This is an optimization exercise on Yosys and OpenROAD, whose aim is small area, not a production implementation. In this exercise RTL edits were held to simulation tests only and were not proved equivalent to the original. The flow treats the clock pin as an ideal source, which a real chip does not have. Power is estimated from default activity; no workload was simulated.

## pwm_gen
module pwm_gen (
    input             clk,
    input             rst,
    input             key_load,      
    input             wr,
    input             rd,
    input      [9:0]  addr,
    input      [31:0] wdata,
    output reg [31:0] rdata,         
    input             dbg_halt,
    input      [3:0]  fence,
    input      [3:0]  inline_ok,
    input      [3:0]  g3_clear,
    input      [63:0] isense,        
    input      [63:0] vsense,
    input      [3:0]  swn,
    input      [3:0]  flt_in,
    output     [3:0]  gh,
    output     [3:0]  gl,
    output     [3:0]  fault_req
);
For scale: roughly 21,000 cells after synthesis, about 240 I/O pins, about 190,000 um2 of cells after synthesis.
==> flow/config.mk <==
export PLATFORM = sky130hd
export DESIGN_NAME = pwm_gen
export DESIGN_NICKNAME = pwm_gen
export VERILOG_FILES = /design/flow/design.v
export SDC_FILE = /design/flow/constraint.sdc
export NUM_CORES = 8
export LEC_CHECK = 0
export ABC_AREA = 1
export CAP_MARGIN = 40
export CORE_MARGIN = 2
export CORE_UTILIZATION = 50
export CTS_CLUSTER_DIAMETER = 80
export CTS_CLUSTER_SIZE = 24
export SLEW_MARGIN = 40
==> flow/constraint.sdc <==
create_clock -name core_clock -period 30.0 [get_ports {clk}]
set_input_delay 6.0000 -clock core_clock [delete_from_list [all_inputs] [get_ports {clk}]]
set_output_delay 6.0000 -clock core_clock [all_outputs]
set_load 0.01 [all_outputs]
standard.sh (not shown) runs the stock make flow with config.mk's settings and CLKGATE_MAP_FILE= SYNTH_SCRIPT=/design/flow/synth_recipe.tcl, a recipe that flattens the netlist after the stock synthesis.
==> flow/flow/run.sh <==
#!/bin/bash
# Layout flow: the standard ORFS flow (standard.sh), with three changes:
#  1. After the standard synthesis (standard.sh, unchanged), the logic between
#     the registers and the full-adder cells is mapped again for area with
#     Yosys/ABC (flow/reopt.ys). Registers, full-adder cells and their
#     names stay exactly as the standard synthesis made them; only the
#     combinational gates around them are re-mapped.
#  2. The clock tree is built without dummy loads (clock_tree_synthesis
#     -dont_use_dummy_load); clustering as in config.mk.
#  3. The port buffers are sky130_fd_sc_hd__buf_2 (every port still gets one).
# Each tool's full output goes to a log file of its own in this folder:
# synth_flow.log, reopt.log, layout_flow.log (and ORFS's per-step logs).
set -euo pipefail
WORK="$PWD"
R="$WORK/orfs/results/sky130hd/pwm_gen/base"
export CTS_ARGS="-sink_clustering_enable -repair_clock_nets -dont_use_dummy_load -sink_clustering_size 24 -sink_clustering_max_diameter 80"
export BUFFER_PORTS_ARGS="-inputs -outputs -buffer_cell sky130_fd_sc_hd__buf_2"

# 1. standard synthesis
bash standard.sh "$R/1_2_yosys.v" > synth_flow.log 2>&1
cp "$R/1_2_yosys.v" "$WORK/standard_synth.v"

# 2. area re-mapping of the logic between registers and adder cells
YOSYS=yosys
if [[ -x "$FLOW_HOME/../tools/install/yosys/bin/yosys" ]]; then
  YOSYS="$FLOW_HOME/../tools/install/yosys/bin/yosys"
fi
LIB="$FLOW_HOME/platforms/sky130hd/lib/sky130_fd_sc_hd__tt_025C_1v80.lib"
sed -e "s#@LIB@#$LIB#g" -e "s#@IN@#$WORK/standard_synth.v#g" \
    -e "s#@OUT@#$WORK/reopt.v#g" flow/reopt.ys > reopt_run.ys
"$YOSYS" -s reopt_run.ys > reopt.log 2>&1
cp "$WORK/reopt.v" "$R/1_2_yosys.v"
touch "$R/1_2_yosys.v" "$R/1_2_yosys.sdc"

# 3. the rest of the standard flow, from the re-mapped netlist
bash standard.sh finish > layout_flow.log 2>&1
Other scripts of this flow, unchanged in this note and not shown: flow/flow/reopt.ys
==> next run, changes <==
--- a/flow/design.v
+++ b/flow/design.v
@@ -60,26 +60,32 @@
             for (i = 0; i < 32; i = i + 1)
                 c = (a[i] & ~b[i]) | (a[i] & c) | (~b[i] & c);
             rge = c;
         end
     endfunction
     reg        arm, stretch, adapt;
     reg [1:0]  mode;
     reg [28:0] per_r, rise_r, fall_r;
     reg [7:0]  dt_rise, dt_fall, dt_margin, dt_last;
-    reg [7:0]  dt_min, min_pulse;
+    reg [7:0]  n_dt_min, min_pulse;
     reg [1:0]  safe;
     reg [2:0]  blank_src;
     reg        blank_en;
-    reg [15:0] max_duty, fw_max_duty, duty_slew;
-    reg [9:0]  blank;
+    reg [15:0] max_duty, n_fw_max_duty, n_duty_slew;
+    reg [9:0]  n_blank;
     reg [8:0]  filt;
-    reg [15:0] i_lim, fw_i_lim, v_lim, fw_v_lim;
+    reg [15:0] i_lim, n_fw_i_lim, v_lim, n_fw_v_lim;
+    wire [7:0]  dt_min      = ~n_dt_min;
+    wire [15:0] fw_max_duty = ~n_fw_max_duty;
+    wire [15:0] duty_slew   = ~n_duty_slew;
+    wire [9:0]  blank       = ~n_blank;
+    wire [15:0] fw_i_lim    = ~n_fw_i_lim;
+    wire [15:0] fw_v_lim    = ~n_fw_v_lim;
     reg [15:0] short_cnt, late_cnt, swn_miss, g3_trips;
     reg        st_late, st_clamp, st_oc, st_ov, st_mref;
     reg [23:0] sh_p, sh_rise, alt_fall;
     reg [23:0] lt_p, lt_rise;
     reg        lt_v;
     reg [12:0] sh_fl, lt_fl;
     reg [23:0] a_sh, s_sh, a_lt, s_lt, b_acc;
     reg [2:0]  b_st;
     reg        running;
@@ -220,35 +226,35 @@
         if (rst || (wr && regsel == R_PER))  per_r  <= wdata[28:0];
         if (rst || (wr && regsel == R_RISE)) rise_r <= wdata[28:0];
         if (rst || commit)                   fall_r <= wdata[28:0];
         if (rst || we_dt) begin
             dt_rise   <= wdata[7:0];
             dt_fall   <= wdata[15:8];
             dt_margin <= wdata[23:16];
         end
         if (rst || (kl_we && regsel == R_LIM)) begin
-            dt_min    <= wdata[7:0];
+            n_dt_min  <= ~wdata[7:0];
             min_pulse <= wdata[15:8];
             safe      <= wdata[17:16];
             blank_src <= wdata[22:20];
             blank_en  <= wdata[23];
         end
         if (rst || (kl_we && regsel == R_DUTY))  max_duty  <= wdata[15:0];
-        if (rst || we_slew)                      duty_slew <= wdata[15:0];
+        if (rst || we_slew)                      n_duty_slew <= ~wdata[15:0];
         if (rst || (kl_we && regsel == R_SENSE)) begin
-            blank <= wdata[9:0];
+            n_blank <= ~wdata[9:0];
             filt  <= wdata[24:16];
         end
         if (rst || (kl_we && regsel == R_ILIM))  i_lim <= wdata[15:0];
         if (rst || (kl_we && regsel == R_VLIM))  v_lim <= wdata[15:0];
-        if (rst || we_duty) fw_max_duty <= fw_new;
-        if (rst || we_ilim) fw_i_lim    <= fw_new;
-        if (rst || we_vlim) fw_v_lim    <= fw_new;
+        if (rst || we_duty) n_fw_max_duty <= ~fw_new;
+        if (rst || we_ilim) n_fw_i_lim    <= ~fw_new;
+        if (rst || we_vlim) n_fw_v_lim    <= ~fw_new;
         if (rst || commit_nl || we_duty || xfer)
             a_sh <= (commit_nl || we_duty || !xfer_g) ? m1 : a_lt;
         if (rst || commit_nl || we_slew || xfer)
             s_sh <= (commit_nl || we_slew || !xfer_g) ? (we_slew ? m1 : m2) : s_lt;
     end
     always @(posedge clk) begin
         if (rst) begin
             sh_p <= 24'd16; sh_rise <= 24'd0; lt_v <= 1'b0;
             sh_fl <= {9'd16, 4'b0100};
Outcome:
- The changed run produced a clean layout
- die area fell by 0.49%
- final area fell by 0.65%
- critical path depth fell by 3
- routed wire length fell by 0.64%
- total power rose by 3.0%
- core utilization barely changes
- synthesized cell count fell by 1.1%
- clock skew fell by 0.056 ns
- sequential share of layout area rose by 0.27 points

[re-timing with driven ports]
How much do the figures lean on ideal ports? The routed layouts below were timed once more, with nothing changed but the port constraints.
Step 1 (the two cells are an assumption about what drives the block):
set clk [get_ports {clk}]
set_driving_cell -lib_cell sky130_fd_sc_hd__clkbuf_16 $clk
set_driving_cell -lib_cell sky130_fd_sc_hd__buf_2 [delete_from_list [all_inputs] $clk]
Step 2 adds t to the input delays and takes it off the output delays; t is the mean of the earliest and latest rising clock arrival at the registers after step 1. Input paths then give back, and output paths get back, about the clock's delay inside the block.
Three values: no drivers, after step 1, after step 2; two values: the first two.
| run | t (ns) | slack for setup (ns) | worst setup path after step 2 | worst register clock-pin slew, ns |
|---|---|---|---|---|
| the first run | 1.141 | 2.202 / 2.126 / 0.984 | input to register | 0.11 / 0.11 |
| the second run | 1.120 | 2.354 / 2.462 / 1.341 | input to register | 0.11 / 0.11 |
After both steps every run listed still meets setup and hold. For the first run, which loses most, drivers alone change the setup slack by -0.076 ns; drivers and shift together by -1.218 ns.
